Context: an optimization exercise on an open-source flow, tuned for small area, a short achievable clock period and few clock cycles. The choices shown serve that exercise and are no tape-out recipe. Function was not checked in any run shown here: the RTL went through the layout flow alone. No activity file was given, so power comes from the tool's default toggle rates.

===== flow/design.v =====
module hist_peak_placer (
    input  wire         clk,
    input  wire         rst,           
    input  wire         clear,         
    input  wire         upd_valid,     
    input  wire [10:0]  upd_bin,
    input  wire [17:0]  upd_count,
    input  wire         place_start,
    input  wire         bin_w,         
    input  wire [1:0]   fine,          
    input  wire [1:0]   tricks_m1,     
    input  wire [7:0]   place_min,
    input  wire [7:0]   ratio,
    input  wire [5:0]   shift,         
    input  wire [17:0]  total_open,
    input  wire [11:0]  gb,
    output wire [87:0]  cand_b,
    output wire [143:0] cand_cm,
    output wire [143:0] cand_c0,
    output wire [143:0] cand_cp,
    output reg          place_done,
    output reg  [2:0]   trick_cnt,
    output wire [87:0]  trick_t0       
);
    integer i;
    genvar  gi;
    function automatic lt32(input [31:0] a, input [31:0] b);
        reg [31:0] l, e;
        integer k, n;
        begin
            l = ~a & b;
            e = ~(a ^ b);
            for (n = 16; n >= 1; n = n / 2)
                for (k = 0; k < n; k = k + 1) begin
                    l[k] = l[2*k+1] | (e[2*k+1] & l[2*k]);
                    e[k] = e[2*k+1] & e[2*k];
                end
            lt32 = l[0];
        end
    endfunction
    reg [10:0] b_r  [0:7];
    reg [17:0] cm_r [0:7];
    reg [17:0] c0_r [0:7];
    reg [17:0] cp_r [0:7];
    reg [7:0]  vld_r;               
    reg        p_clr, p_upd, p_m2;
    reg [10:0] p_x;                 
    reg [17:0] p_c;                 
    reg [7:0]  p_eq, p_lo, p_hi, p_le, p_min;
    wire       p_any_eq = |p_eq;
    wire       p_any_lo = |p_lo;
    wire       p_any_hi = |p_hi;
    wire       p_lole   = |(p_lo & p_le);
    wire       p_hile   = |(p_hi & p_le);
    wire       full_r   = vld_r[7];
    wire [7:0] free_r   = {vld_r[6:0], 1'b1} & ~vld_r;
    wire r1   = p_upd & p_any_eq;
    wire r2lo = p_upd & ~p_any_eq & p_lole;
    wire r2hi = p_upd & ~p_any_eq & ~p_lole & p_hile;
    wire r3   = p_upd & ~p_any_eq & ~p_lole & ~p_hile;
    wire r3lo = r3 & p_any_lo;
    wire r3hi = r3 & ~p_any_lo & p_any_hi;
    wire rest = r3 & ~p_any_lo & ~p_any_hi & ~p_m2;
    wire r5   = rest & ~full_r;
    wire r6   = rest & full_r & ~|(p_min & p_le);    
    wire [17:0] dat_cm = r2hi ? p_c : 18'd0;
    wire [17:0] dat_cp = r2lo ? p_c : 18'd0;
    reg [10:0] e_b  [0:7];
    reg [17:0] e_cm [0:7];
    reg [17:0] e_c0 [0:7];
    reg [17:0] e_cp [0:7];
    reg [7:0]  e_vld;
    reg        mv;
    always @* begin
        for (i = 0; i < 8; i = i + 1) begin
            mv = (r3lo && p_lo[i]) || (r3hi && p_hi[i]) || (r5 && free_r[i]) || (r6 && p_min[i]);
            e_b[i]  = (p_clr || mv) ? p_x : b_r[i];
            e_c0[i] = (p_clr || mv || (r1 && p_eq[i])) ? p_c : c0_r[i];
            e_cm[i] = (p_clr || mv || (r2hi && p_hi[i])) ?
                      ((r3lo && p_lo[i]) ? c0_r[i] : dat_cm) : cm_r[i];
            e_cp[i] = (p_clr || mv || (r2lo && p_lo[i])) ?
                      ((r3hi && p_hi[i]) ? c0_r[i] : dat_cp) : cp_r[i];
        end
        e_vld = p_clr ? 8'd0 : r5 ? (vld_r | free_r) : vld_r;
    end
    always @(posedge clk) begin
        for (i = 0; i < 8; i = i + 1) begin
            b_r[i]  <= e_b[i];
            c0_r[i] <= e_c0[i];
            cm_r[i] <= e_cm[i];
            cp_r[i] <= e_cp[i];
        end
        vld_r <= e_vld;
    end
    generate
        for (gi = 0; gi < 8; gi = gi + 1) begin : g_out
            assign cand_b [gi*11 +: 11] = e_b[gi];
            assign cand_cm[gi*18 +: 18] = e_cm[gi];
            assign cand_c0[gi*18 +: 18] = e_c0[gi];
            assign cand_cp[gi*18 +: 18] = e_cp[gi];
        end
    endgenerate
    reg        running;             
    reg [7:0]  pending;             
    reg [28:0] t1_k [0:3];
    reg [7:0]  t1_oh [0:3];
    reg        t1_v [0:3];
    reg [28:0] t2_k [0:1];
    reg [7:0]  t2_oh [0:1];
    reg        t2_v [0:1];
    reg [28:0] tr_k;
    reg [7:0]  tr_oh;
    reg        tr_v;
    reg        pk;
    always @* begin
        for (i = 0; i < 4; i = i + 1) begin
            pk = !(running ? pending[2*i] : 1'b1) ||
                 ((running ? pending[2*i+1] : 1'b1) &&
                  (lt32({3'd0, e_c0[2*i+1], ~e_b[2*i+1]}, {3'd0, e_c0[2*i], ~e_b[2*i]}) ^ running));
            t1_k[i]  = pk ? {e_c0[2*i+1], ~e_b[2*i+1]} : {e_c0[2*i], ~e_b[2*i]};
            t1_oh[i] = pk ? (8'd2 << (2*i)) : (8'd1 << (2*i));
            t1_v[i]  = running ? (pending[2*i] | pending[2*i+1]) : 1'b1;
        end
        for (i = 0; i < 2; i = i + 1) begin
            pk = !t1_v[2*i] || (t1_v[2*i+1] && (lt32({3'd0, t1_k[2*i+1]}, {3'd0, t1_k[2*i]}) ^ running));
            t2_k[i]  = pk ? t1_k[2*i+1]  : t1_k[2*i];
            t2_oh[i] = pk ? t1_oh[2*i+1] : t1_oh[2*i];
            t2_v[i]  = t1_v[2*i] | t1_v[2*i+1];
        end
        pk    = !t2_v[0] || (t2_v[1] && (lt32({3'd0, t2_k[1]}, {3'd0, t2_k[0]}) ^ running));
        tr_k  = pk ? t2_k[1]  : t2_k[0];
        tr_oh = pk ? t2_oh[1] : t2_oh[0];
        tr_v  = t2_v[0] | t2_v[1];
    end
    wire [17:0] tr_c0 = tr_k[28:11];
    wire [10:0] tr_b  = ~tr_k[10:0];
    wire        clr = rst | clear;
    wire [10:0] x   = upd_bin;
    wire [17:0] c   = upd_count;
    wire [8:0]  xhm1 = {1'b0, x[10:3]} - 9'd1;
    wire [8:0]  xhp1 = {1'b0, x[10:3]} + 9'd1;
    reg [7:0]  hit_eq, hit_lo, hit_hi, hit_m2, le;
    reg        eh0, ehp, ehm;
    reg [4:0]  dl;
    always @* begin
        for (i = 0; i < 8; i = i + 1) begin
            eh0 = (x[10:3] == e_b[i][10:3]);
            ehp = (xhm1 == {1'b0, e_b[i][10:3]});       
            ehm = (xhp1 == {1'b0, e_b[i][10:3]});       
            dl  = {2'b0, x[2:0]} - {2'b0, e_b[i][2:0]};
            hit_eq[i] = e_vld[i] && eh0 && (dl == 5'd0);
            hit_lo[i] = e_vld[i] && ((eh0 && dl == 5'd1) || (ehp && dl == 5'h19));           
            hit_hi[i] = e_vld[i] && ((eh0 && dl == 5'h1f) || (ehm && dl == 5'd7));           
            hit_m2[i] = e_vld[i] && ((eh0 && (dl == 5'd2 || dl == 5'h1e)) ||
                                     (ehp && dl == 5'h1a) || (ehm && dl == 5'd6));
            le[i]     = !lt32({14'd0, e_c0[i]}, {14'd0, c});
        end
    end
    always @(posedge clk) begin
        p_clr <= clr;
        p_upd <= upd_valid & ~clr;
        p_x   <= clr ? 11'd0 : x;
        p_c   <= clr ? 18'd0 : c;
        p_eq  <= hit_eq;
        p_lo  <= hit_lo;
        p_hi  <= hit_hi;
        p_m2  <= |hit_m2;
        p_le  <= le;
        p_min <= tr_oh;
    end
    localparam S_SEL0 = 2'd0, S_COMMIT = 2'd1, S_DIV = 2'd2, S_T0 = 2'd3;
    reg [1:0]  state;
    reg        fin;                 
    reg        nxt_end;             
    reg [1:0]  dcnt;
    reg [2:0]  placed;
    reg [16:0] t0_r [0:3];          
    reg [16:0] t0c;
    reg        qualc;
    reg        s_binw;
    reg [1:0]  s_fine, s_tm1;
    reg [7:0]  s_pm, s_ratio;
    reg [5:0]  s_shift;
    reg [17:0] s_to;
    reg [11:0] s_gb;
    reg [7:0]  sel_oh;
    reg [17:0] sel_c0;
    reg [10:0] sel_b;
    reg [19:0] div_s;               
    reg [19:0] div_r;               
    reg        div_n;               
    reg [7:0]  div_q;
    reg [29:0] mul_m;               
    reg [25:0] mul_p;               
    reg [1:0]  pcnt;
    reg        pdone;
    generate
        for (gi = 0; gi < 4; gi = gi + 1) begin : g_t0
            assign trick_t0[gi*22 +: 22] = {3'd0, t0_r[gi], 2'd0};
        end
    endgenerate
    reg [17:0] op_cm, op_cp;
    always @* begin
        op_cm = 18'd0;
        op_cp = 18'd0;
        for (i = 0; i < 8; i = i + 1) begin
            op_cm = op_cm | (cm_r[i] & {18{sel_oh[i]}});
            op_cp = op_cp | (cp_r[i] & {18{sel_oh[i]}});
        end
    end
    wire [19:0] op_s = op_cm + sel_c0 + op_cp;
    wire [19:0] op_a = {op_cp, 1'b0} + sel_c0;
    reg [20:0] dv_t;
    reg [19:0] dv_r;
    reg [1:0]  dv_q;
    always @* begin
        dv_t = {div_r, div_n};
        dv_q[1] = (dv_t >= {1'b0, div_s});
        if (dv_q[1]) dv_t = dv_t - {1'b0, div_s};
        dv_r = dv_t[19:0];
        dv_t = {dv_r, 1'b0};
        dv_q[0] = (dv_t >= {1'b0, div_s});
        if (dv_q[0]) dv_t = dv_t - {1'b0, div_s};
        dv_r = dv_t[19:0];
    end
    wire [8:0]  qr    = {1'b0, div_q} + 9'd1;                
    wire [6:0]  rr    = (qr[8:1] < 8'd32) ? 7'd0 :
                        (qr[8:1] > 8'd96) ? 7'd64 : (qr[7:1] - 7'd32);   
    wire [17:0] c64   = {1'b0, sel_b, 6'd0} + {11'd0, rr};   
    wire [19:0] ce    = s_binw ? {c64, 2'd0} : {1'b0, c64, 1'b0};
    wire [19:0] ce_fl = (s_fine == 2'd0) ? {ce[19:2], 2'd0} :
                        (s_fine == 2'd1) ? {ce[19:3], 3'd0} : {ce[19:4], 4'd0};
    wire [6:0]  kk    = {s_shift[5], s_shift} - 7'd32;       
    wire [20:0] koff  = (s_fine == 2'd0) ? {{12{kk[6]}}, kk, 2'd0} :
                        (s_fine == 2'd1) ? {{11{kk[6]}}, kk, 3'd0} :
                                           {{10{kk[6]}}, kk, 4'd0};
    wire [20:0] tt    = {1'b0, ce_fl} + koff;                 
    wire [19:0] tmax  = (s_binw ? 20'd524288 : 20'd262144) -
                        ((s_fine == 2'd0) ? 20'd256 : (s_fine == 2'd1) ? 20'd512 : 20'd1024);
    wire [19:0] t0n   = tt[20] ? 20'd0 : (tt[19:0] > tmax) ? tmax : tt[19:0];
    wire        qual_m = ({mul_m, 4'd0} >= {8'd0, mul_p});   
    reg ovl;
    reg [18:0] dd;
    always @* begin
        ovl = 1'b0;
        for (i = 0; i < 4; i = i + 1) begin
            dd = {2'd0, t0c} - {2'd0, t0_r[i]};    
            if (i < placed) begin
                if (!dd[18]) begin
                    if ((s_fine == 2'd0) ? (dd[18:6] == 13'd0) :
                        (s_fine == 2'd1) ? (dd[18:7] == 12'd0) : (dd[18:8] == 11'd0))
                        ovl = 1'b1;
                end else begin
                    if ((s_fine == 2'd0) ? (&dd[18:6] && dd[5:0] != 6'd0) :
                        (s_fine == 2'd1) ? (&dd[18:7] && dd[6:0] != 7'd0) :
                                           (&dd[18:8] && dd[7:0] != 8'd0))
                        ovl = 1'b1;
                end
            end
        end
    end
    wire [2:0]  placed1 = placed + {2'd0, ~ovl};
    wire [2:0]  ntr     = {1'b0, s_tm1} + 3'd1;
    wire        fin_end = fin && (!qualc || placed1 == ntr);
    wire        sel_end = !tr_v || lt32({14'd0, tr_c0}, {24'd0, s_pm});
    reg [2:0]  gb3;
    reg [1:0]  ra2;
    always @* begin
        case (dcnt)
            2'd0: gb3 = s_gb[11:9];
            2'd1: gb3 = s_gb[8:6];
            2'd2: gb3 = s_gb[5:3];
            default: gb3 = s_gb[2:0];
        endcase
        case (pcnt)
            2'd0: ra2 = s_ratio[7:6];
            2'd1: ra2 = s_ratio[5:4];
            2'd2: ra2 = s_ratio[3:2];
            default: ra2 = s_ratio[1:0];
        endcase
    end
    wire [20:0] pp_m = ({3'd0, sel_c0} & {21{gb3[0]}}) + ({2'd0, sel_c0, 1'b0} & {21{gb3[1]}}) +
                       ({1'd0, sel_c0, 2'b0} & {21{gb3[2]}});
    wire [19:0] pp_p = ({2'd0, s_to} & {20{ra2[0]}}) + ({1'd0, s_to, 1'b0} & {20{ra2[1]}});
    always @(posedge clk) begin
        if (rst) begin
            running    <= 1'b0;
            place_done <= 1'b0;
        end else begin
            place_done <= 1'b0;
            if (!running) begin
                if (place_start) begin
                    running <= 1'b1;
                    pending <= e_vld;
                    placed  <= 3'd0;
                    for (i = 0; i < 4; i = i + 1) t0_r[i] <= 17'd0;
                    state   <= S_SEL0;
                    fin     <= 1'b0;
                    mul_p   <= 26'd0;
                    pcnt    <= 2'd0;
                    pdone   <= 1'b0;
                    s_binw  <= bin_w;
                    s_fine  <= fine;
                    s_tm1   <= tricks_m1;
                    s_pm    <= place_min;
                    s_ratio <= ratio;
                    s_shift <= shift;
                    s_to    <= total_open;
                    s_gb    <= gb;
                end
            end else begin
                if (!pdone) begin
                    mul_p <= {mul_p[23:0], 2'd0} + {6'd0, pp_p};
                    pcnt  <= pcnt + 2'd1;
                    if (pcnt == 2'd3) pdone <= 1'b1;
                end
                case (state)
                    S_SEL0, S_T0: begin
                        if (state == S_T0) begin
                            t0c   <= t0n[18:2];
                            qualc <= qual_m;
                            fin   <= 1'b1;
                        end
                        sel_oh  <= tr_oh;
                        sel_c0  <= tr_c0;
                        sel_b   <= tr_b;
                        nxt_end <= sel_end;
                        pending <= pending & ~tr_oh;
                        dcnt    <= 2'd0;
                        state   <= S_COMMIT;
                    end
                    S_COMMIT: begin
                        if (fin && qualc && !ovl) begin
                            t0_r[placed] <= t0c;
                            placed       <= placed1;
                        end
                        fin <= 1'b0;
                        if (fin_end || nxt_end) begin
                            running    <= 1'b0;
                            place_done <= 1'b1;
                            trick_cnt  <= (fin && qualc) ? placed1 : placed;
                        end
                        div_s <= op_s;
                        div_r <= op_a[19:1];
                        div_n <= op_a[0];
                        div_q <= 8'd0;
                        mul_m <= {9'd0, pp_m};
                        dcnt  <= 2'd1;
                        state <= S_DIV;
                    end
                    default: begin    
                        div_r <= dv_r;
                        div_n <= 1'b0;
                        div_q <= {div_q[5:0], dv_q};
                        if (dcnt != 2'd0)
                            mul_m <= {mul_m[26:0], 3'd0} + {9'd0, pp_m};
                        dcnt  <= dcnt + 2'd1;
                        if (dcnt == 2'd0)
                            state <= S_T0;
                    end
                endcase
            end
        end
    end
endmodule

===== flow/constraint.sdc =====
create_clock -name core_clock -period 30.0 [get_ports {clk}]
set_input_delay 6.0000 -clock core_clock [delete_from_list [all_inputs] [get_ports {clk}]]
set_output_delay 6.0000 -clock core_clock [all_outputs]
set_load 0.01 [all_outputs]

===== flow/run.sh =====
#!/bin/bash
# synth_recipe.tcl (not shown) runs the flow's synth.tcl, then flattens the netlist and writes it again
# the make line also repeats each setting of config.mk as NAME=value (left out here)
make -C /OpenROAD-flow-scripts/flow DESIGN_CONFIG=/design/flow/config.mk WORK_HOME=/design/flow/orfs CLKGATE_MAP_FILE= SYNTH_SCRIPT=/design/flow/synth_recipe.tcl finish

===== flow/config.mk =====
export PLATFORM = sky130hd
export DESIGN_NAME = hist_peak_placer
export DESIGN_NICKNAME = hist_peak_placer
export VERILOG_FILES = /design/flow/design.v
export SDC_FILE = /design/flow/constraint.sdc
export NUM_CORES = 4
export LEC_CHECK = 0
export CAP_MARGIN = 20
export CORE_MARGIN = 2
export CORE_UTILIZATION = 40
export SLEW_MARGIN = 20

==> run notes, run 1 <==
Ys Warns 15; Slew headroom 15.7%; most used cell, CP a21o_1; cts hold-fix bufs 0; GP Congestion around 1.1; CTS Buf Count around 110; Worst Skew 45.0 ps; vias in the first global route roughly 56,000; Met3 Routed Length ~36,000 um; CTS tree built; peak supply drop ~0.05 mV; top-level I/O count about 700; Area after DPL approximately 0.07 mm2; WHS Path Cells 2; most frequent cells in the layout a21oi_1 (816), clkdlybuf4s50_1 (682), inv_1 (643); post-route cell area 0.0748 mm2; Post-CTS Repair Setup Buffers 0; Die H a little under 400 um; crit path capture type flop; Avg Inst Size Synth 8.85 um2; wirelength, routed just over 300,000 um; fill count 14,500; WP data required about 30,000 ps; Post-synth EDFFs roughly 310; most common cell after layout, fill and taps aside a21oi_1; setup TNS 0 ps; drt drc 0; storage element area 0.0213 mm2; worst hold path class flop to flop; run status finished clean; Multi-input gate area approximately 0.037 mm2; DR iter-0 viols approximately 6,700; Hold Vio Cnt, Final 0; total grt overflow 0; CP max stage cell a311oi_4; CTS max path bufs 3; CP startpoint kind flop; arrival time worst endpoint 17,360 ps; DP HPWL around 240,000 um; Final Setup Violations 0; family with the most delay on the worst path compound AO/OA/AOI/OAI gates; crit share post-route roughly 56%; Crit Path Max Fanout 43; Site Rows 144; overall die area between 0.15 and 0.2 mm2; Worst-path clk slew approximately 60 ps; largest net degree at the start of global routing 79; power per cell area between 50 and 60 mW/mm2; Max Clock Freq 59.3 MHz; Crit path buffers/inverters 5; nets ~8,300; CP max stage delay around 960 ps; Top Metal Used met5; Leak Pwr ~33 nW; Synth Register Bits about 900; cell count of the worst reg-to-reg path 52; initial antenna violation count 33; worst skew pair latency roughly 760 ps; Hold Crit Start b_r[0][10]; Syn Inst Count between 6,000 and 7,000; Pins Over Slew Limit 0; class of the most critical setup path flop to flop; Crit. path cell count 52; wire per inst a little over 30 um; hold endpoint b_r[0][10]; Port Buffers around 700; register area share after synthesis between 30 and 40%; Vias/cell around 6.0; Final ANT Viol Nets 0; Starting Density between 40% and 50%; RSZ-0062 raised after global routing false; Tot GR Track Use about 37%; r2r endpoint nxt_end; root buf cell clkbuf_16; Yosys cell types between 100 and 150; H-tree depth 3; Pre-Repair DR Iteration Count 7; Worst Tran Pin Value 1260 ps; first-pass GRT wire length 417,000 um; Area Growth Syn to Fin 21.0%; FFs w/ async S/R, synth 0%; mapped cell area a little over 0.06 mm2; number of gates resized after CTS 0; R2R Path Start p_upd; post-layout util 48.6%; share of cells above drive strength 1 slightly above 6%; Post-synth top flop dfxtp_1; Met1 Wirelength 129,000 um; Die X between 300 and 400 um; via count a little under 60,000; metal2 WL roughly 120,000 um; Num Clock Sinks 910; core area approximately 0.15 mm2; Max-Cap Viols 0; Worst R2R Setup Slack roughly 13,000 ps; Final min period 16,870 ps
layout make-up:
cell class	count	share of cell area [%]
repair buffers	814	10.5
well taps	2044	3.42
inverters	648	3.25
diodes	8	0.0268
flip-flops and latches	910	28.5
clock inverters	46	0.741
multi-input cells	5088	49.3
clock buffers	156	4.27
state kept, by name (all words and copies together), names as in the netlist, 20 cells and up:
| register | count |
|---|---|
| cm_r | 144 |
| t0_r | 68 |
| div_s | 20 |
| c0_r | 144 |
| cp_r | 144 |
| mul_m | 30 |
| mul_p | 26 |
| div_r | 20 |
| b_r | 88 |
logic make-up after synthesis:
group	count (synthesis)	synth area share (%)
AO/OA/AOI/OAI	1843	18.3
XOR/XNOR	393	5.57
AND/OR/NAND/NOR	1740	14.2
buffers and inverters	1006	6.33
flip-flops	910	34.5
multiplexers	396	6.51
other	2	0.0122
adder cells (fa/ha/maj)	688	14.6
routing by layer:
layer  vias up  track usage (%)
met4        16             14.1
met5         -            0.424
met3       579             11.9
met1     28500             50.4
met2      3158             54.0
li1      26000                -
worst reg2reg max path: cells and delay by family (launching register included):
kind | cells | cell delay [ps]
adders and majority gates | 4 | 1150
and+or+nand+nor | 10 | 2510
muxes | 3 | 1510
AOI/OAI and AO/OA | 30 | 9070
buffers and inverters | 5 | 1830
DFF | 1 | 530
report_power, final:
part	internal, mW	switching [mW]	total (mW)	leakage, nW
registers	1.37	0.0837	1.46	7.83
logic	0.549	0.877	1.43	23.3
clock network	0.811	0.601	1.41	1.83
total	2.73	1.56	4.29	32.9
Yosys cell counts, types with 31 or more instances:
cell | instances | area [um2]
a21oi_1 | 820 | 4100
a21o_1 | 160 | 1200
nand2_1 | 388 | 1460
a211oi_1 | 33 | 248
mux2i_1 | 360 | 3600
nor3_1 | 71 | 355
inv_1 | 644 | 2420
nand3_1 | 113 | 566
and2_1 | 139 | 870
nand2b_1 | 51 | 319
ha_1 | 630 | 7880
nor4_1 | 48 | 300
nor2b_1 | 76 | 475
a22oi_1 | 157 | 1180
fa_1 | 53 | 1060
and4_1 | 56 | 490
o21bai_1 | 70 | 526
nor2_1 | 483 | 1810
and3_1 | 75 | 469
nand4_1 | 132 | 826
xor2_1 | 86 | 753
dfxtp_1 | 602 | 12100
mux2_2 | 31 | 349
buf_1 | 73 | 274
o21ai_0 | 305 | 1530
xnor2_1 | 307 | 2690
clkbuf_1 | 237 | 890
edfxtp_1 | 308 | 9250
metrics by stage:
stage / power [mW] / cells / setup WS (ps) / hold WS [ps]
floorplan: 2.34 / 7004 / 15690 / 499
global placement: 2.85 / 9502 / 13630 / 464
detailed placement: 2.86 / 9503 / 13410 / 464
CTS: 4.27 / 9705 / 13380 / 482
global route: 4.46 / 9707 / 12360 / 507
finish: 4.29 / 9714 / 13130 / 482
how the worst max path moves through the flow:
stage / from / to / slack, ps
2_1_floorplan: p_upd / nxt_end / 15690
3_3_place_gp: p_upd / nxt_end / 13630
3_5_place_dp: p_upd / nxt_end / 13410
4_1_cts: p_upd / nxt_end / 13380
5_1_grt: p_upd / nxt_end / 12360
6_report: p_upd / nxt_end / 13130
==> run 2, diff against run 1 <==
--- a/flow/config.mk
+++ b/flow/config.mk
@@ -6,4 +6,5 @@
 export NUM_CORES = 4
 export LEC_CHECK = 0
+export ABC_AREA = 1
 export CAP_MARGIN = 20
 export CORE_MARGIN = 2
==> run 2 against run 1 <==
  * Still clean on timing, DRC and antenna
  * Clock skew up 24 ps
  * Synthesized cell count up 12%
  * Count of clock-buffer cells in the layout down 15
  * Sequential share of layout area up 0.30 points
  * Synthesized area down 3.0%
  * Flip-flop and latch count unchanged
  * Highest routed layer unchanged
==> run notes, run 2 <==
worst setup margin about 16,000 ps; peak supply drop between 0.05 and 0.06 mV; DP HPWL between 200,000 and 300,000 um; arrival time worst endpoint roughly 15,000 ps; top cells by count, synth nand2_1 (1,412), inv_1 (1,030), a21oi_1 (884); FFs w/ async S/R, synth 0%; Port Buffers ~680; Hold Vio Cnt, Final 0; vias in the first global route ~57,000; total grt overflow 0; nets roughly 9,400; via count 61,100; post-route cell area between 0.07 and 0.08 mm2; Ys Warns 15; RSZ-0062 raised after global routing false; most used cell, CP nand2_1; CTS tree built; run status finished clean; initial antenna violation count 36; Area after DPL 0.0700 mm2; largest net degree at the start of global routing 67; R2R Path Start p_eq[1]; Crit path buffers/inverters 6; Synth Area in Compound Gates approximately a fifth; Layout Cells excl Fill 10,600; Die H 391 um; Final Setup Violations 0; crit path capture type flop; most frequent cells in the layout nand2_1 (1,412), inv_1 (1,029), a21oi_1 (877); overall die area ~0.15 mm2; Post-CTS Repair Setup Buffers 0; worst hold path class flop to flop; CTS Buf Count 110; Syn Inst Count a little under 8,000; Crit. Startpoint p_eq[1]; CP max stage delay ~1200 ps; CP startpoint kind flop; post-layout util between 40 and 50%; cts hold-fix bufs 0; Yosys cell types between 60 and 70; Cell Count Post-Placement roughly 10,000; area leader, netlist dfxtp_1; core area 0.149 mm2; largest family of logic cells by synthesized area compound AO/OA/AOI/OAI gates; Post-synth top flop dfxtp_1; biggest regs c0_r (144), cm_r (144), cp_r (144); Num Clock Sinks between 900 and 1,000; Final ANT Viol Nets 0; setup TNS 0 ps; most common cell after layout, fill and taps aside nand2_1; Avg Inst Size Synth slightly below 8 um2; WP data required between 30,000 and 40,000 ps; Worst Tran Pin Value 1360 ps; Worst-path clk slew ~60 ps; mapped cell area about 0.060 mm2; register area share after synthesis 35.5%; Final min period approximately 14,000 ps; Synth Area in Simple Gates about 18%; worst skew pair latency 790 ps; Area Growth Syn to Fin 23.4%; post-synthesis mux area share less than 1%; drt drc 0; family with the most delay on the worst path simple AND/OR/NAND/NOR gates; H-tree depth 3; wire per inst 28.9 um; Vias/cell between 5 and 6; Die X just under 400 um; root buf cell clkbuf_16; Synth Register Bits slightly above 900; Leak Pwr 32.6 nW; Worst Skew 68.9 ps; Hold Crit Start b_r[5][7]; fill count between 10,000 and 15,000; XOR/XNOR Fraction of Synth Area 4.36%; Crit Path Max Fanout 45; Tot GR Track Use between 30 and 40%; synthesized-area fraction occupied by adder cells 14.9%; GP Congestion between 1 and 1.5; number of gates resized after CTS 0; CP max stage cell o21ai_0; class of the most critical setup path flop to flop; DR iter-0 viols between 7,000 and 8,000; Multi-input gate area 0.0337 mm2; first-pass GRT wire length between 400,000 and 500,000 um; share of the synthesized area in the top cell type 20.1%; Pre-Repair DR Iteration Count 6; pre-CTS WS 16,370 ps; crit share post-route between 40% and 50%; top cells by area, synth dfxtp_1 (20%), edfxtp_1 (15%), ha_1 (13%), nand2_1 (8.8%), a21oi_1 (7.4%); Post-synth EDFFs 308; storage element area around 0.021 mm2; top-level I/O count 703; Max Clock Freq 70.9 MHz; Starting Density between 40% and 50%; count leader, synth nand2_1; Pins Over Slew Limit 0; Slew headroom under 10%; wirelength, routed between 300,000 and 400,000 um; Site Rows roughly 140; power per cell area 57.0 mW/mm2; share of cells above drive strength 1 under 10%; Max-Cap Viols 0; CTS max path bufs 3
-- run 2: path summary, 6_finish.rpt --
kind / endpoint / slack [ps] / cells after the start
worst min-delay path: b_r[5][7] / 470 / 2
worst max register to register: nxt_end / 15900 / 52
worst min register to register: b_r[5][7] / 470 / 2
worst max-delay path: nxt_end / 15900 / 52
-- run 2: stage by stage --
| step | hold WS [ps] | total power [mW] |
|---|---|---|
| 6_report | 469 | 4.22 |
| 5_1_grt | 480 | 4.40 |
| 4_1_cts | 467 | 4.19 |
| 3_5_place_dp | 457 | 2.76 |
| 3_3_place_gp | 452 | 2.75 |
| 2_1_floorplan | 489 | 2.24 |
-- run 2: kinds of logic (layout without fill, tap and decap cells) --
logic type	Yosys count	count (layout)
fa+ha+maj	683	683
simple gates	2550	2550
buf+inv	1325	2190
mux	5	5
compound gates	2023	2023
flops	910	910
other cells	2	39
xor+xnor	298	298
-- run 2: area by class of cell --
cell class / count / area share, %
Clock inverter: 65 / 1.01
Inverter: 1069 / 5.42
Sequential cell: 910 / 28.8
Timing Repair Buffer: 915 / 11.6
Clock buffer: 141 / 4.22
Multi-Input combinational cell: 5587 / 45.6
Tap cell: 1944 / 3.29
Antenna cell: 11 / 0.0372
-- run 2: worst reg2reg max path, delay by kind of cell, from the launching register on --
family | cells | cell delay (ps)
buffers and inverters | 6 | 2060
and+or+nand+nor | 30 | 5520
adders and majority gates | 4 | 1520
DFF | 1 | 310
AOI/OAI and AO/OA | 12 | 4460
-- run 2: report_power, final --
group / internal (mW) / total [mW] / switching [mW] / leakage [nW]
Clock: 0.826 / 1.44 / 0.616 / 1.89
Sequential: 1.37 / 1.44 / 0.0666 / 7.83
Combinational: 0.445 / 1.34 / 0.894 / 22.9
Total: 2.64 / 4.22 / 1.58 / 32.6
-- run 2: metal layers --
layer	wire [um]	global-route usage, %	share of wire (%)
met1	133000	54.0	43
met5	259	0	0.084
met2	126000	56.7	41
met3	34300	10.9	11
met4	14200	15.4	4.6
==> run 3, diff against run 2 <==
--- a/flow/design.v
+++ b/flow/design.v
@@ -72,7 +72,9 @@
     reg [7:0]  e_vld;
     reg        mv;
+    reg [7:0]  kc;                  
     always @* begin
         for (i = 0; i < 8; i = i + 1) begin
             mv = (r3lo && p_lo[i]) || (r3hi && p_hi[i]) || (r5 && free_r[i]) || (r6 && p_min[i]);
+            kc[i]   = mv || (r1 && p_eq[i]);
             e_b[i]  = (p_clr || mv) ? p_x : b_r[i];
             e_c0[i] = (p_clr || mv || (r1 && p_eq[i])) ? p_c : c0_r[i];
@@ -103,4 +105,5 @@
     reg        running;             
     reg [7:0]  pending;             
+    wire [7:0] tm = running ? pending : ~kc;
     reg [28:0] t1_k [0:3];
     reg [7:0]  t1_oh [0:3];
@@ -115,10 +118,10 @@
     always @* begin
         for (i = 0; i < 4; i = i + 1) begin
-            pk = !(running ? pending[2*i] : 1'b1) ||
-                 ((running ? pending[2*i+1] : 1'b1) &&
-                  (lt32({3'd0, e_c0[2*i+1], ~e_b[2*i+1]}, {3'd0, e_c0[2*i], ~e_b[2*i]}) ^ running));
-            t1_k[i]  = pk ? {e_c0[2*i+1], ~e_b[2*i+1]} : {e_c0[2*i], ~e_b[2*i]};
+            pk = !tm[2*i] ||
+                 (tm[2*i+1] &&
+                  (lt32({3'd0, c0_r[2*i+1], ~b_r[2*i+1]}, {3'd0, c0_r[2*i], ~b_r[2*i]}) ^ running));
+            t1_k[i]  = pk ? {c0_r[2*i+1], ~b_r[2*i+1]} : {c0_r[2*i], ~b_r[2*i]};
             t1_oh[i] = pk ? (8'd2 << (2*i)) : (8'd1 << (2*i));
-            t1_v[i]  = running ? (pending[2*i] | pending[2*i+1]) : 1'b1;
+            t1_v[i]  = tm[2*i] | tm[2*i+1];
         end
         for (i = 0; i < 2; i = i + 1) begin
@@ -133,4 +136,5 @@
         tr_v  = t2_v[0] | t2_v[1];
     end
+    wire [7:0] e_min = (|kc && lt32({3'd0, p_c, ~p_x}, {3'd0, tr_k})) ? kc : tr_oh;
     wire [17:0] tr_c0 = tr_k[28:11];
     wire [10:0] tr_b  = ~tr_k[10:0];
@@ -167,5 +171,5 @@
         p_m2  <= |hit_m2;
         p_le  <= le;
-        p_min <= tr_oh;
+        p_min <= e_min;
     end
     localparam S_SEL0 = 2'd0, S_COMMIT = 2'd1, S_DIV = 2'd2, S_T0 = 2'd3;
@@ -212,15 +216,16 @@
     wire [19:0] op_a = {op_cp, 1'b0} + sel_c0;
     reg [20:0] dv_t;
+    reg [21:0] dv_d;
     reg [19:0] dv_r;
     reg [1:0]  dv_q;
     always @* begin
         dv_t = {div_r, div_n};
-        dv_q[1] = (dv_t >= {1'b0, div_s});
-        if (dv_q[1]) dv_t = dv_t - {1'b0, div_s};
-        dv_r = dv_t[19:0];
+        dv_d = {1'b0, dv_t} - {2'b0, div_s};
+        dv_q[1] = !dv_d[21];
+        dv_r = dv_q[1] ? dv_d[19:0] : dv_t[19:0];
         dv_t = {dv_r, 1'b0};
-        dv_q[0] = (dv_t >= {1'b0, div_s});
-        if (dv_q[0]) dv_t = dv_t - {1'b0, div_s};
-        dv_r = dv_t[19:0];
+        dv_d = {1'b0, dv_t} - {2'b0, div_s};
+        dv_q[0] = !dv_d[21];
+        dv_r = dv_q[0] ? dv_d[19:0] : dv_t[19:0];
     end
     wire [8:0]  qr    = {1'b0, div_q} + 9'd1;                
==> run 3 against run 2 <==
  * Cell count increased by 1.1%
  * Maximum frequency increased by 11%
  * Sequential power is essentially flat
  * Flip-flop and latch count unchanged
  * First-iteration DRC count decreased by 3.7%
  * Critical endpoint is now cand_cp[72]
==> run notes, run 3 <==
Synth Area in Compound Gates roughly a fifth; Yosys cell types 67; share of cells above drive strength 1 under 10%; fill count 14,700; Avg Inst Size Synth between 7 and 8 um2; Worst R2R Setup Slack between 15,000 and 20,000 ps; Num Clock Sinks between 900 and 1,000; Pint roughly 2.6 mW; post-synthesis mux area share less than 1%; RSZ-0062 raised after global routing false; most used cell, CP nand2_1; register area share after synthesis 35.2%; Ys Warns 15; Worst-path clk slew around 60 ps; Area Growth Syn to Fin 22.2%; run status finished clean; most frequent cells in the layout nand2_1 (1,454), inv_1 (1,036), a21oi_1 (878); worst skew pair latency between 700 and 800 ps; Worst Tran Pin Value about 1300 ps; Post-synth EDFFs 308; post-route cell area roughly 0.074 mm2; DP HPWL 243,000 um; class of the most critical setup path flop to output port; WP data required around 24,000 ps; largest net degree at the start of global routing between 60 and 70; Crit Path Max Fanout 26; via count roughly 61,000; family with the most delay on the worst path buffers and inverters; Pins Over Slew Limit 0; DR iter-0 viols 6,834; pre-CTS WS between 15,000 and 20,000 ps; Max-Cap Viols 0; Area after DPL between 0.07 and 0.08 mm2; initial antenna violation count 37; crit-path cells nand2_1 -> nand4_1 -> nor2_2 -> nand3_2 -> nor2_4 -> nand2_1 -> nand2_1 -> a21oi_1 -> nand2_1 -> nor2_1 -> clkinv_1 -> a21oi_1 -> buf_4 -> clkinv_1 -> a21oi_1 -> clkdlybuf4s50_1; root buf cell clkbuf_16; R2R Path Start p_hi[2]; worst hold path class flop to flop; most common cell after layout, fill and taps aside nand2_1; top cells by count, synth nand2_1 (1,457), inv_1 (1,037), a21oi_1 (884); total grt overflow 0; Crit path buffers/inverters 4; Comb power frac between 30 and 40%; Tot GR Track Use a little under two fifths; top cells by area, synth dfxtp_1 (20%), edfxtp_1 (15%), ha_1 (14%), nand2_1 (9.0%), a21oi_1 (7.3%); Die X 393 um; wirelength, routed 301,000 um; Starting Density around two fifths; Net Sw Power about 1.6 mW; cts hold-fix bufs 0; Worst Skew between 40 and 50 ps; sw frac around two fifths; Crit. path cell count 16; cell count of the worst reg-to-reg path between 40 and 50; share of the synthesized area in the top cell type around a fifth; count leader, synth nand2_1; CTS Buf Count 110; Cell Count Post-Placement around 11,000; storage element area about 0.021 mm2; Port Buffers around 680; Pre-Repair DR Iteration Count 6; vias in the first global route around 57,000; overall die area between 0.15 and 0.2 mm2; peak supply drop a little over 0.05 mV; Synth Area in Simple Gates between 10% and 20%; drt drc 0; CP max stage cell dfxtp_1; Hold Vio Cnt, Final 0; CTS max path bufs 3; worst setup margin around 17,000 ps; Die H just under 400 um; FFs w/ async S/R, synth 0%; Synth Register Bits slightly above 900; crit path capture type output port; wire per inst 28.0 um; Layout Cells excl Fill approximately 11,000; nets ~9,500; synthesized-area fraction occupied by adder cells roughly 16%; Final Setup Violations 0; Multi-input gate area around 0.034 mm2; top-level I/O count 703; XOR/XNOR Fraction of Synth Area around 4.2%; Leak Pwr approximately 33 nW; Final min period between 10,000 and 15,000 ps; biggest regs c0_r (144), cm_r (144), cp_r (144); arrival time worst endpoint 6660 ps; number of gates resized after CTS 0; Post-synth top flop dfxtp_1; CP endpoint cand_cp[72]; area leader, netlist dfxtp_1; mapped cell area 0.0605 mm2; Vias/cell ~5.7; Crit. Startpoint p_hi[2]; first-pass GRT wire length about 410,000 um; CP startpoint kind flop; Syn Inst Count around 8,000; r2r endpoint p_min[5]; Clk pwr share about a third; Final ANT Viol Nets 0; Site Rows approximately 140; power per cell area approximately 58 mW/mm2; Max Clock Freq around 79 MHz; GP Congestion between 1 and 1.5; Power Total between 4 and 5 mW; post-layout util about half; CTS tree built; largest family of logic cells by synthesized area compound AO/OA/AOI/OAI gates; setup TNS 0 ps; Post-CTS Repair Setup Buffers 0; Fin Hold WS ~480 ps; sequential power share about 34%; Slew headroom ~14%; crit share post-route between 40% and 50%; H-tree depth 3; CP max stage delay 1110 ps; core area between 0.15 and 0.2 mm2
-- run 3: how the worst min path moves through the flow --
| stage | cells past startpoint | slack, ps | end | start |
|---|---|---|---|---|
| 2_1_floorplan | 2 | 490 | vld_r[7] | vld_r[6] |
| 3_3_place_gp | 2 | 460 | cm_r[7][10] | cm_r[7][10] |
| 3_5_place_dp | 2 | 460 | cp_r[0][13] | cp_r[0][13] |
| 4_1_cts | 2 | 480 | cp_r[0][13] | cp_r[0][13] |
| 5_1_grt | 2 | 500 | cm_r[7][6] | cm_r[7][6] |
| 6_report | 2 | 480 | cp_r[0][13] | cp_r[0][13] |
-- run 3: cell families (layout without fill, tap and decap cells) --
family / after synthesis / in the layout
and+or+nand+nor: 2542 / 2542
AOI/OAI and AO/OA: 2081 / 2081
buffers and inverters: 1351 / 2139
DFF: 910 / 910
adders and majority gates: 723 / 723
xor gates and xnor gates: 293 / 293
muxes: 8 / 8
other: 2 / 44
-- run 3: worst reg2reg max path, delay by kind of cell (launching register included) --
family / cells / cell delay (ps)
buf+inv: 4 / 1740
fa+ha+maj: 3 / 1100
simple gates: 27 / 4270
compound gates: 13 / 4190
flops: 1 / 700
-- run 3: power groups by stage --
stage	registers, mW	logic (mW)	clock network (mW)
floorplan	1.43	0.904	0
global placement	1.49	1.35	0
detailed placement	1.49	1.38	0
CTS	1.46	1.39	1.39
global route	1.46	1.57	1.43
finish	1.46	1.42	1.38
-- run 3: final cells by class --
| cell class | instances | area share (%) |
|---|---|---|
| well taps | 2016 | 3.41 |
| clock buffers | 151 | 4.21 |
| flip-flops and latches | 910 | 28.8 |
| diodes | 16 | 0.0541 |
| repair buffers | 861 | 11.0 |
| inverters | 1079 | 5.48 |
| multi-input cells | 5675 | 46.3 |
| clock inverters | 48 | 0.705 |
-- run 3: metal layers --
layer  track usage, %  vias to the layer above  wire [um]
met5                0                        -        200
met4             19.6                       30      18700
met3             8.36                      684      30900
met2             57.0                     3281     128000
met1             50.0                    29200     123000
li1                 -                    28200          -
==> run 4, diff against run 3 <==
--- a/flow/config.mk
+++ b/flow/config.mk
@@ -6,5 +6,4 @@
 export NUM_CORES = 4
 export LEC_CHECK = 0
-export ABC_AREA = 1
 export CAP_MARGIN = 20
 export CORE_MARGIN = 2
==> run 4 against run 3 <==
  * Still clean
  * Synthesized area is 3.0% higher
  * Clock power hardly changed
  * Design area is 1.5% higher
  * Combinational power is 14% higher
  * Sequential power hardly changed
  * Flip-flop and latch count stayed put
  * Non-clock buffer count is 60 lower
  * First-iteration DRC count is 7.3% higher
  * Power is 4.4% higher
  * Core utilization is 0.66 points lower
  * Clock skew is 31 ps higher
  * Sequential share of layout area is 0.42 points lower
  * Largest cell class unchanged
==> run notes, run 4 <==
core area approximately 0.15 mm2; crit share post-route ~44%; Max Clock Freq around 75 MHz; cts hold-fix bufs 0; Synth Area in Compound Gates 19.2%; Cell Count Post-Placement between 9,000 and 10,000; Worst R2R Setup Slack roughly 17,000 ps; share of the synthesized area in the top cell type 19.3%; synthesized-area fraction occupied by adder cells around 15%; first-pass GRT wire length between 400,000 and 500,000 um; top cells by count, synth a21oi_1 (1,040), inv_1 (736), nor2_1 (706); Pre-Repair DR Iteration Count 10; top cells by area, synth dfxtp_1 (19%), edfxtp_1 (15%), ha_1 (13%), a21oi_1 (8.3%), inv_1 (4.4%); Final min period around 13,000 ps; overall die area ~0.16 mm2; post-synthesis mux area share around 4.5%; R2R Path Start p_eq[2]; H-tree depth 3; count leader, synth a21oi_1; Worst Skew slightly above 70 ps; Vias/cell between 5 and 6; total grt overflow 0; hold endpoint cm_r[5][4]; setup TNS 0 ps; worst skew pair latency roughly 800 ps; r2r endpoint p_min[3]; CTS Buf Count between 100 and 150; biggest regs c0_r (144), cm_r (144), cp_r (144); Area Growth Syn to Fin 20.3%; DP HPWL 238,000 um; Starting Density between 40% and 50%; root buf cell clkbuf_16; drt drc 0; Die H about 400 um; Post-synth EDFFs 308; Worst-path clk slew 60 ps; run status finished clean; CP max stage delay about 790 ps; mapped cell area roughly 0.062 mm2; Final ANT Viol Nets 0; Post-CTS Repair Setup Buffers 0; vias in the first global route 56,500; Hold Crit Start cm_r[5][4]; WP data required just over 30,000 ps; Avg Inst Size Synth 8.59 um2; RSZ-0062 raised after global routing false; largest family of logic cells by synthesized area compound AO/OA/AOI/OAI gates; Synth Area in Simple Gates between 10% and 20%; Synth Register Bits 910; Post-synth top flop dfxtp_1; crit path capture type flop; CP startpoint kind flop; register area share after synthesis about 34%; share of cells above drive strength 1 under 10%; Area after DPL 0.0714 mm2; wirelength, routed roughly 300,000 um; Num Clock Sinks 910; Crit Path Max Fanout 43; Hold Vio Cnt, Final 0; DR iter-0 viols 7,332; Final Setup Violations 0; post-route cell area 0.0751 mm2; Site Rows ~140; GP Congestion ~1.1; Crit. Startpoint p_eq[2]; Yosys cell types ~100; Tot GR Track Use 36.3%; Worst Tran Pin Value approximately 1200 ps; Max-Cap Viols 0; class of the most critical setup path flop to flop; nets 8,664; FFs w/ async S/R, synth 0%; largest net degree at the start of global routing about 70; power per cell area about 59 mW/mm2; Pins Over Slew Limit 0; XOR/XNOR Fraction of Synth Area 5.32%; wire per inst about 30 um; CP max stage cell nor4_2; CTS max path bufs 3; Leak Pwr between 30 and 40 nW; worst hold path class flop to flop; most frequent cells in the layout a21oi_1 (1,039), inv_1 (736), nor2_1 (704); Syn Inst Count between 7,000 and 8,000; cell count of the worst reg-to-reg path 54; initial antenna violation count 18; number of gates resized after CTS 0; via count between 50,000 and 60,000; Slew headroom between 10% and 20%; WHS Path Cells 2; Ys Warns 15; pre-CTS WS around 17,000 ps; top-level I/O count 703; arrival time worst endpoint between 10,000 and 15,000 ps; Layout Cells excl Fill ~10,000; worst setup margin approximately 17,000 ps; Port Buffers 682; Die X 399 um; peak supply drop approximately 0.053 mV; CTS tree built; area leader, netlist dfxtp_1; most common cell after layout, fill and taps aside a21oi_1
==> run 4: cell types whose count changed after synthesis, sizes merged, moves of 109 or more <==
cell and delta:
mux2i +185, o21ai -571, a22oi +164, xor2 -109, inv -303, xnor2 +195
and2 +139, a21o +137, nand2 -1167, a21oi +156
==> run 4: area by class of cell <==
class                           instances  area (um2)
Timing Repair Buffer                  801        7720
Sequential cell                       910       21300
Inverter                              740        2780
Clock buffer                          149        3100
Clock inverter                         51         462
Antenna cell                            7        17.5
Multi-Input combinational cell       5288       37100
Tap cell                             2044        2560
Fill cell                           14800       79400
==> run 4: logic make-up (layout without fill, tap and decap cells) <==
family                   count (synthesis)  after routing
other                                    2             35
multiplexers                           269            269
flip-flops                             910            910
XOR/XNOR                               379            379
buffers and inverters                 1088           1741
AO/OA/AOI/OAI                         1994           1994
adder cells (fa/ha/maj)                725            725
AND/OR/NAND/NOR                       1893           1893
==> run 4: metal layers <==
metal / GRT usage [%] / wire length, um / vias to the layer above
li1: - / - / 26800
met1: 48.8 / 126000 / 29100
met2: 52.5 / 123000 / 3333
met3: 13.1 / 37200 / 690
met4: 14.4 / 14100 / 20
met5: 0.847 / 289 / -
==> run 4: critical path: cells and delay by family, from the launching register on <==
family                     cells  cell delay, ps
AOI/OAI and AO/OA             31            6310
muxes                          2             800
buffers and inverters          4            1810
adders and majority gates      3            1010
DFF                            1             350
and+or+nand+nor               14            2820
==> run 4: worst max-delay path by stage <==
stage / endpoint / slack (ps) / cells after the start
final: p_min[3] / 16720 / 54
after global routing: p_min[3] / 16110 / 55
after CTS: p_min[3] / 17160 / 54
after detailed placement: p_min[4] / 17200 / 54
after global placement: p_min[5] / 17300 / 49
after floorplan: t0_r[0][0] / 18540 / 2
==> run 4: stage by stage <==
stage	power, mW	util (%)	hold WS, ps
finish	4.45	48.6	507
global route	4.63	48.6	530
CTS	4.41	48.6	507
detailed placement	3.06	46.3	494
global placement	3.05	46.2	491
floorplan	2.49	-	499
==> run 4: power breakdown <==
group          switching [mW]  internal, mW  total [mW]
clock                   0.604         0.752        1.36
combinational           0.990         0.626        1.62
sequential             0.0918          1.38        1.47
total                    1.69          2.76        4.45
==> run 5, diff against run 4 <==
--- a/flow/design.v
+++ b/flow/design.v
@@ -181,5 +181,4 @@
     reg [16:0] t0_r [0:3];          
     reg [16:0] t0c;
-    reg        qualc;
     reg        s_binw;
     reg [1:0]  s_fine, s_tm1;
@@ -197,6 +196,5 @@
     reg [29:0] mul_m;               
     reg [25:0] mul_p;               
-    reg [1:0]  pcnt;
-    reg        pdone;
+    reg [2:0]  pcnt;
     generate
         for (gi = 0; gi < 4; gi = gi + 1) begin : g_t0
@@ -267,25 +265,9 @@
     wire [2:0]  placed1 = placed + {2'd0, ~ovl};
     wire [2:0]  ntr     = {1'b0, s_tm1} + 3'd1;
+    wire        qualc   = qual_m;
     wire        fin_end = fin && (!qualc || placed1 == ntr);
     wire        sel_end = !tr_v || lt32({14'd0, tr_c0}, {24'd0, s_pm});
-    reg [2:0]  gb3;
-    reg [1:0]  ra2;
-    always @* begin
-        case (dcnt)
-            2'd0: gb3 = s_gb[11:9];
-            2'd1: gb3 = s_gb[8:6];
-            2'd2: gb3 = s_gb[5:3];
-            default: gb3 = s_gb[2:0];
-        endcase
-        case (pcnt)
-            2'd0: ra2 = s_ratio[7:6];
-            2'd1: ra2 = s_ratio[5:4];
-            2'd2: ra2 = s_ratio[3:2];
-            default: ra2 = s_ratio[1:0];
-        endcase
-    end
-    wire [20:0] pp_m = ({3'd0, sel_c0} & {21{gb3[0]}}) + ({2'd0, sel_c0, 1'b0} & {21{gb3[1]}}) +
-                       ({1'd0, sel_c0, 2'b0} & {21{gb3[2]}});
-    wire [19:0] pp_p = ({2'd0, s_to} & {20{ra2[0]}}) + ({1'd0, s_to, 1'b0} & {20{ra2[1]}});
+    wire [19:0] pp_m = ({2'd0, sel_c0} & {20{s_gb[10]}}) + ({1'd0, sel_c0, 1'b0} & {20{s_gb[11]}});
+    wire [19:0] pp_p = ({2'd0, s_to} & {20{s_ratio[6]}}) + ({1'd0, s_to, 1'b0} & {20{s_ratio[7]}});
     always @(posedge clk) begin
         if (rst) begin
@@ -294,76 +276,78 @@
         end else begin
             place_done <= 1'b0;
-            if (!running) begin
-                if (place_start) begin
-                    running <= 1'b1;
-                    pending <= e_vld;
-                    placed  <= 3'd0;
-                    for (i = 0; i < 4; i = i + 1) t0_r[i] <= 17'd0;
-                    state   <= S_SEL0;
-                    fin     <= 1'b0;
-                    mul_p   <= 26'd0;
-                    pcnt    <= 2'd0;
-                    pdone   <= 1'b0;
-                    s_binw  <= bin_w;
-                    s_fine  <= fine;
-                    s_tm1   <= tricks_m1;
-                    s_pm    <= place_min;
-                    s_ratio <= ratio;
-                    s_shift <= shift;
-                    s_to    <= total_open;
-                    s_gb    <= gb;
-                end
-            end else begin
-                if (!pdone) begin
-                    mul_p <= {mul_p[23:0], 2'd0} + {6'd0, pp_p};
-                    pcnt  <= pcnt + 2'd1;
-                    if (pcnt == 2'd3) pdone <= 1'b1;
-                end
-                case (state)
-                    S_SEL0, S_T0: begin
-                        if (state == S_T0) begin
-                            t0c   <= t0n[18:2];
-                            qualc <= qual_m;
-                            fin   <= 1'b1;
-                        end
-                        sel_oh  <= tr_oh;
-                        sel_c0  <= tr_c0;
-                        sel_b   <= tr_b;
-                        nxt_end <= sel_end;
-                        pending <= pending & ~tr_oh;
-                        dcnt    <= 2'd0;
-                        state   <= S_COMMIT;
+            if (!running)
+                running <= place_start;
+        end
+        if (!running) begin
+            state   <= S_SEL0;
+            pending <= e_vld;
+            s_binw  <= bin_w;
+            s_fine  <= fine;
+            s_tm1   <= tricks_m1;
+            s_pm    <= place_min;
+            s_ratio <= ratio;
+            s_shift <= shift;
+            s_to    <= total_open;
+            s_gb    <= gb;
+        end else begin
+            if (state == S_SEL0) begin
+                mul_p   <= {6'd0, pp_p};
+                s_ratio <= {s_ratio[5:0], 2'd0};
+                pcnt    <= 3'd1;
+            end else if (pcnt != 3'd4) begin
+                mul_p   <= {mul_p[23:0], 2'd0} + {6'd0, pp_p};
+                s_ratio <= {s_ratio[5:0], 2'd0};
+                pcnt    <= pcnt + 3'd1;
+            end
+            case (state)
+                S_SEL0, S_T0: begin
+                    if (state == S_SEL0) begin
+                        for (i = 0; i < 4; i = i + 1) t0_r[i] <= 17'd0;
+                        placed <= 3'd0;
+                        fin    <= 1'b0;
+                    end else begin
+                        t0c   <= t0n[18:2];
+                        fin   <= 1'b1;
+                        mul_m <= {mul_m[27:0], 2'd0} + {10'd0, pp_m};
+                        s_gb  <= {s_gb[9:0], s_gb[11:10]};
                     end
-                    S_COMMIT: begin
-                        if (fin && qualc && !ovl) begin
-                            t0_r[placed] <= t0c;
-                            placed       <= placed1;
-                        end
-                        fin <= 1'b0;
-                        if (fin_end || nxt_end) begin
-                            running    <= 1'b0;
-                            place_done <= 1'b1;
-                            trick_cnt  <= (fin && qualc) ? placed1 : placed;
-                        end
-                        div_s <= op_s;
-                        div_r <= op_a[19:1];
-                        div_n <= op_a[0];
-                        div_q <= 8'd0;
-                        mul_m <= {9'd0, pp_m};
-                        dcnt  <= 2'd1;
-                        state <= S_DIV;
+                    sel_oh  <= tr_oh;
+                    sel_c0  <= tr_c0;
+                    sel_b   <= tr_b;
+                    nxt_end <= sel_end;
+                    pending <= pending & ~tr_oh;
+                    state   <= S_COMMIT;
+                end
+                S_COMMIT: begin
+                    if (fin && qualc && !ovl) begin
+                        t0_r[placed] <= t0c;
+                        placed       <= placed1;
                     end
-                    default: begin    
-                        div_r <= dv_r;
-                        div_n <= 1'b0;
-                        div_q <= {div_q[5:0], dv_q};
-                        if (dcnt != 2'd0)
-                            mul_m <= {mul_m[26:0], 3'd0} + {9'd0, pp_m};
-                        dcnt  <= dcnt + 2'd1;
-                        if (dcnt == 2'd0)
-                            state <= S_T0;
+                    fin <= 1'b0;
+                    if (fin_end || nxt_end) begin
+                        running    <= 1'b0;
+                        place_done <= !rst;
+                        trick_cnt  <= (fin && qualc) ? placed1 : placed;
                     end
-                endcase
-            end
+                    div_s <= op_s;
+                    div_r <= op_a[19:1];
+                    div_n <= op_a[0];
+                    div_q <= 8'd0;
+                    mul_m <= {10'd0, pp_m};
+                    s_gb  <= {s_gb[9:0], s_gb[11:10]};
+                    dcnt  <= 2'd1;
+                    state <= S_DIV;
+                end
+                default: begin    
+                    div_r <= dv_r;
+                    div_n <= 1'b0;
+                    div_q <= {div_q[5:0], dv_q};
+                    mul_m <= {mul_m[27:0], 2'd0} + {10'd0, pp_m};
+                    s_gb  <= {s_gb[9:0], s_gb[11:10]};
+                    dcnt  <= dcnt + 2'd1;
+                    if (dcnt == 2'd0)
+                        state <= S_T0;
+                end
+            endcase
         end
     end
--- a/flow/config.mk
+++ b/flow/config.mk
@@ -6,6 +6,7 @@
 export NUM_CORES = 4
 export LEC_CHECK = 0
-export CAP_MARGIN = 20
+export ABC_CLOCK_PERIOD_IN_PS = 6000
+export CAP_MARGIN = 50
 export CORE_MARGIN = 2
 export CORE_UTILIZATION = 40
-export SLEW_MARGIN = 20
+export SLEW_MARGIN = 70
==> run 5 against run 4 <==
  * Highest routed layer unchanged
  * Count of clock-buffer cells in the layout decreased by 7
  * Maximum frequency increased by 1.9%
  * Sequential share of layout area decreased by 1.1 points
  * Hold slack about the same
  * Critical path depth increased by 2
  * Worst setup slack improved by 250 ps
  * Critical endpoint is now p_min[5]
  * Largest power group unchanged
  * Die area decreased by 0.12%
  * Power increased by 14%
==> run notes, run 5 <==
peak supply drop 0.0582 mV; top-level I/O count 703; largest net degree at the start of global routing between 50 and 60; Pre-Repair DR Iteration Count 6; Synth Register Bits 909; Final min period ~13,000 ps; overall die area 0.159 mm2; CTS tree built; Power Total 5.05 mW; wirelength, routed ~300,000 um; Num Clock Sinks roughly 910; nets slightly below 9,000; Pint 3.06 mW; Max Clock Freq 76.7 MHz; Tot GR Track Use between 30% and 40%; Post-synth EDFFs between 300 and 400; number of gates resized after CTS 0; Clk pwr share 27.4%; CP startpoint kind flop; worst setup margin about 17,000 ps; post-route cell area 0.0782 mm2; register area share after synthesis about a third; Comb power frac 41.9%; Max-Cap Viols 0; Starting Density roughly 40%; run status finished clean; hold endpoint cm_r[4][16]; Ys Warns 15; WHS Path Cells 2; RSZ-0062 raised after global routing false; most frequent cells in the layout a21oi_1 (849), nor2_1 (684), inv_1 (665); Leak Pwr 33.2 nW; area leader, netlist dfxtp_1; Slew headroom ~64%; Hold Crit Start cm_r[4][16]; H-tree depth 3; Worst Tran Pin Value around 530 ps; Syn Inst Count approximately 7,300; wire per inst 29.0 um; Die H roughly 400 um; Post-synth top flop dfxtp_1; CP max stage cell or3_1; setup TNS 0 ps; CP max stage delay 510 ps; WP data required roughly 30,000 ps; mapped cell area 0.0623 mm2; worst hold path class flop to flop; Net Sw Power approximately 2.0 mW; Worst R2R Setup Slack about 17,000 ps; initial antenna violation count 15; most used cell, CP a21o_1; top cells by area, synth dfxtp_1 (19%), edfxtp_1 (15%), ha_1 (13%), a21oi_1 (7.8%), nor2_1 (4.2%); count leader, synth a21oi_1; Cell Count Post-Placement 9,962; Layout Cells excl Fill between 10,000 and 15,000; root buf cell clkbuf_16; DR iter-0 viols 7,430; cts hold-fix bufs 0; share of cells above drive strength 1 approximately an eighth; via count roughly 61,000; sw frac around two fifths; Pins Over Slew Limit 0; crit path capture type flop; biggest regs c0_r (144), cm_r (144), cp_r (144); GP Congestion roughly 1.0; first-pass GRT wire length 411,000 um; sequential power share 30.7%; Crit Path Max Fanout 43; crit share post-route between 40 and 50%; Area after DPL 0.0739 mm2; core area between 0.15 and 0.2 mm2; top cells by count, synth a21oi_1 (965), nor2_1 (696), inv_1 (673); Avg Inst Size Synth about 8.6 um2; Worst Skew just under 70 ps; pre-CTS WS 17,270 ps; Area Growth Syn to Fin 25.6%; Worst-path clk slew ~70 ps; total grt overflow 0; cell count of the worst reg-to-reg path between 50 and 60; Final Setup Violations 0; Hold Vio Cnt, Final 0; vias in the first global route just under 60,000; arrival time worst endpoint approximately 14,000 ps; family with the most delay on the worst path compound AO/OA/AOI/OAI gates; post-layout util 50.7%; r2r endpoint p_min[5]; class of the most critical setup path flop to flop; worst skew pair latency 780 ps; most common cell after layout, fill and taps aside a21oi_1; Port Buffers a little under 700; DP HPWL approximately 230,000 um; CTS Buf Count approximately 110; Die X between 300 and 400 um; Final ANT Viol Nets 0; share of the synthesized area in the top cell type between 10% and 20%; CTS max path bufs 3; power per cell area 64.6 mW/mm2; Post-CTS Repair Setup Buffers 0; Crit path buffers/inverters 6; Site Rows approximately 140; Vias/cell roughly 5.9; FFs w/ async S/R, synth 0%; R2R Path Start c0_r[7][3]; drt drc 0; Fin Hold WS ~500 ps; Yosys cell types 95
run 5: cell types whose count changed after synthesis, sizes merged, moves of 34 or more:
cell    before  now
nand2      305  359
nor3       112  151
inv        739  674
o21ai      247  331
a21oi     1040  965
clkbuf     274  240
run 5: power groups by stage:
stage	logic, mW	registers (mW)	clock network (mW)
final	2.12	1.55	1.39
after global routing	2.32	1.55	1.44
after CTS	2.06	1.54	1.39
after detailed placement	2.05	1.57	0
after global placement	1.94	1.57	0
after floorplan	1.37	1.51	0
run 5: cell families (layout without fill, tap and decap cells):
kind of cell	after synthesis	after routing	share of synthesized area [%]
fa+ha+maj	701	701	14.5
buf+inv	999	1827	6.14
xor+xnor	381	381	5.36
mux	282	282	4.72
other cells	2	35	0.0121
compound gates	2018	2018	19.5
flops	909	909	34.1
simple gates	1993	1993	15.6
run 5: metal layers:
metal	GRT usage, %	vias to the layer above	routed length, um
met4	15.4	8	14700
met3	11.6	640	34800
met5	0	-	60
met1	47.3	29200	121000
met2	53.2	3299	124000
li1	-	27400	-
run 5: worst max path at each step:
stage / end / slack [ps] / cells after the start / startpoint
global placement: p_min[5] / 15100 / 50 / p_lo[6]
detailed placement: p_min[5] / 17270 / 56 / c0_r[7][3]
global route: p_min[5] / 16190 / 56 / c0_r[7][3]
CTS: p_min[5] / 17190 / 56 / c0_r[7][3]
finish: p_min[5] / 16970 / 56 / c0_r[7][3]
floorplan: p_min[3] / 17550 / 56 / p_lo[3]
run 5: area by class of cell:
type / count / area (um2)
fillers: 14500 / 76200
multi-input cells: 5403 / 39300
flip-flops and latches: 909 / 21300
repair buffers: 930 / 8770
clock buffers: 142 / 3050
inverters: 694 / 2640
well taps: 2044 / 2560
clock inverters: 61 / 608
diodes: 7 / 17.5
run 5: tightest hold or removal path, stage by stage (launching register included):
cell	delay, ps
dfxtp_1	310
nor2_1	100
a21oi_1	60
==> run 6, diff against run 5 <==
--- a/flow/config.mk
+++ b/flow/config.mk
@@ -6,5 +6,5 @@
 export NUM_CORES = 4
 export LEC_CHECK = 0
-export ABC_CLOCK_PERIOD_IN_PS = 6000
+export ABC_AREA = 1
 export CAP_MARGIN = 50
 export CORE_MARGIN = 2
==> run 6 against run 5 <==
  * Power down 3.6%
  * First-iteration DRC count is 4.8% lower
  * Synthesized cell count grew 8.8%
  * Count of clock-buffer cells in the layout grew 13
  * Register-to-register slack gained 3700 ps
  * Sequential power hardly changed
  * Critical path depth shrank 39
  * Synthesized area down 3.1%
  * Clock skew grew 12 ps
  * Wire length is 1.4% lower
  * Largest power group unchanged
==> run notes, run 6 <==
fill count 14,500; Port Buffers slightly below 700; Final min period 11,060 ps; setup TNS 0 ps; Layout Cells excl Fill around 11,000; crit-path cells nand2_1 -> nand4_1 -> nor2_2 -> nand3_4 -> nor2_4 -> buf_6 -> nand2_1 -> nand2_1 -> nor2_1 -> nand2_1 -> nor2_4 -> clkinv_2 -> a21oi_1 -> buf_4 -> inv_2 -> a21oi_1 -> clkdlybuf4s50_1; peak supply drop roughly 0.053 mV; number of gates resized after CTS 0; WP data required 24,000 ps; DR iter-0 viols about 7,100; share of the synthesized area in the top cell type between 20% and 30%; wirelength, routed just under 300,000 um; Crit Path Max Fanout 40; top cells by count, synth nand2_1 (1,530), inv_1 (1,041), a21oi_1 (874); Final Setup Violations 0; Post-CTS Repair Setup Buffers 0; crit share post-route 36.9%; Worst Tran Pin Value around 530 ps; Worst R2R Setup Slack between 20,000 and 25,000 ps; total grt overflow 0; family with the most delay on the worst path buffers and inverters; Hold Crit Start cp_r[0][2]; Syn Inst Count between 7,000 and 8,000; share of cells above drive strength 1 under 10%; Post-synth top flop dfxtp_1; Hold Vio Cnt, Final 0; worst skew pair latency 780 ps; count leader, synth nand2_1; via count between 60,000 and 70,000; overall die area about 0.15 mm2; CTS max path bufs 3; r2r endpoint p_min[7]; area leader, netlist dfxtp_1; CP startpoint kind flop; DP HPWL about 240,000 um; largest family of logic cells by synthesized area compound AO/OA/AOI/OAI gates; Worst-path clk slew 60 ps; H-tree depth 3; Tot GR Track Use between 30% and 40%; Die H 392 um; GP Congestion 1.07; most used cell, CP nand2_1; register area share after synthesis roughly a third; post-layout util roughly 50%; Worst Skew roughly 81 ps; Pre-Repair DR Iteration Count 8; arrival time worst endpoint around 5100 ps; wire per inst approximately 27 um; most common cell after layout, fill and taps aside nand2_1; most frequent cells in the layout nand2_1 (1,516), inv_1 (1,002), a21oi_1 (859); initial antenna violation count 37; Synth Area in Simple Gates 17.6%; crit path capture type output port; Avg Inst Size Synth 7.62 um2; synthesized-area fraction occupied by adder cells 15.0%; hold endpoint cp_r[0][2]; FFs w/ async S/R, synth 0%; class of the most critical setup path flop to output port; Fin Hold WS roughly 480 ps; Slew headroom 64.7%; CP max stage cell clkdlybuf4s50_1; run status finished clean; CTS tree built; Leak Pwr about 34 nW; top-level I/O count roughly 700; nets about 9,400; Die X just under 400 um; power per cell area 64.3 mW/mm2; Synth Register Bits between 900 and 1,000; largest net degree at the start of global routing 67; CP max stage delay 600 ps; Power Total between 4 and 5 mW; Post-synth EDFFs around 310; top cells by area, synth dfxtp_1 (20%), edfxtp_1 (15%), ha_1 (14%), nand2_1 (9.5%), a21oi_1 (7.2%); Vias/cell around 5.6; drt drc 0; Starting Density between 40 and 50%; cts hold-fix bufs 0; Final ANT Viol Nets 0; root buf cell clkbuf_16; post-synthesis mux area share less than 1%; WHS Path Cells 2; Area Growth Syn to Fin 25.4%; core area approximately 0.15 mm2; first-pass GRT wire length between 400,000 and 500,000 um; Max-Cap Viols 0; Cell Count Post-Placement 10,500; vias in the first global route approximately 57,000; RSZ-0062 raised after global routing false; Num Clock Sinks 909; mapped cell area roughly 0.06 mm2; Crit path buffers/inverters 5; cell count of the worst reg-to-reg path between 50 and 60; XOR/XNOR Fraction of Synth Area under 10%; Max Clock Freq 90.4 MHz; worst hold path class flop to flop; Pins Over Slew Limit 0; CTS Buf Count approximately 110; Ys Warns 15; Yosys cell types 68; biggest regs c0_r (144), cm_r (144), cp_r (144); R2R Path Start p_hi[5]; Synth Area in Compound Gates a little under a fifth; Site Rows ~140
run 6: layer usage:
| metal | vias up | part of all wire [%] | GRT usage, % | wire [um] |
|---|---|---|---|---|
| met1 | 28700 | 42 | 49.9 | 123000 |
| met3 | 643 | 9.9 | 7.69 | 28800 |
| met2 | 3151 | 42 | 54.3 | 122000 |
| met5 | - | 0.036 | 0 | 106 |
| met4 | 20 | 5.9 | 18.5 | 17200 |
| li1 | 28300 | - | - | - |
run 6: how the worst max path moves through the flow:
stage | startpoint | to | slack, ps | cells after the start
2_1_floorplan | p_lo[3] | cand_cm[18] | 21130 | 18
3_3_place_gp | p_hi[5] | cand_cp[70] | 17950 | 16
3_5_place_dp | p_hi[5] | cand_cp[35] | 19790 | 17
4_1_cts | p_hi[5] | cand_cp[35] | 18980 | 17
5_1_grt | p_lo[2] | cand_cm[44] | 18730 | 19
6_report | p_hi[5] | cand_cp[35] | 18940 | 17
run 6: worst reg2reg max path, delay by kind of cell (launching register included):
| kind | cells | cell delay [ps] |
|---|---|---|
| buffers and inverters | 8 | 2030 |
| adders and majority gates | 3 | 860 |
| and+or+nand+nor | 33 | 4020 |
| AOI/OAI and AO/OA | 12 | 1950 |
| DFF | 1 | 450 |
run 6: logic make-up (layout without fill, tap and decap cells):
family | count (synthesis) | in the layout
flops | 909 | 909
simple gates | 2570 | 2570
other cells | 2 | 47
compound gates | 2064 | 2064
buf+inv | 1366 | 2151
fa+ha+maj | 699 | 699
xor+xnor | 300 | 300
mux | 16 | 16
run 6: metrics by stage:
stage	cell area, um2	worst slack (ps)
floorplan	60500	21130
global placement	69600	17950
detailed placement	71500	19790
CTS	75300	18980
global route	75700	18730
finish	75700	18940
run 6: layout make-up:
cell class              instances  area [um2]  area share [%]
diodes                         19        47.5          0.0628
well taps                    2016        2520            3.33
repair buffers                879        8380            11.1
inverters                    1068        4080            5.38
multi-input cells            5677       35600            47.0
flip-flops and latches        909       21300            28.1
clock buffers                 155        3150            4.16
clock inverters                49         644           0.851
run 6: power breakdown:
| group | internal (mW) | total, mW | switching, mW | leakage [nW] |
|---|---|---|---|---|
| registers | 1.43 | 1.55 | 0.120 | 7.94 |
| logic | 0.683 | 1.91 | 1.23 | 24.2 |
| clock network | 0.821 | 1.42 | 0.596 | 1.85 |
| total | 2.93 | 4.87 | 1.94 | 34.0 |

## what the ideal ports hide
The flow's constraints put no driver on any port. The routed layouts listed below were extracted and timed again, unchanged, in two steps.
Step 1 assumes that a clkbuf_16 drives the clock port and a buf_2 every other input.
Step 2 moves the port delays by t, midway between the first and last clock arrival at a register: inputs arrive t later, outputs are due t later. That takes back most of the time a late clock gives input paths.
Slacks: ideal / step 1 / step 2; pairs: ideal / step 1.
| run | t, ns | slack for setup (ns) | worst setup path after step 2 |
|---|---|---|---|
| run 1 | 0.824 | 13.132 / 13.132 / 13.132 | register to register |
| run 2 | 0.835 | 15.903 / 15.903 / 15.903 | register to register |
| run 3 | 0.830 | 17.339 / 17.257 / 17.947 | register to register |
| run 4 | 0.852 | 16.715 / 16.715 / 16.715 | register to register |
| run 5 | 0.826 | 16.965 / 16.965 / 16.965 | register to register |
| run 6 | 0.822 | 18.942 / 18.863 / 19.685 | register to output |
After both steps every run listed still meets setup and hold.
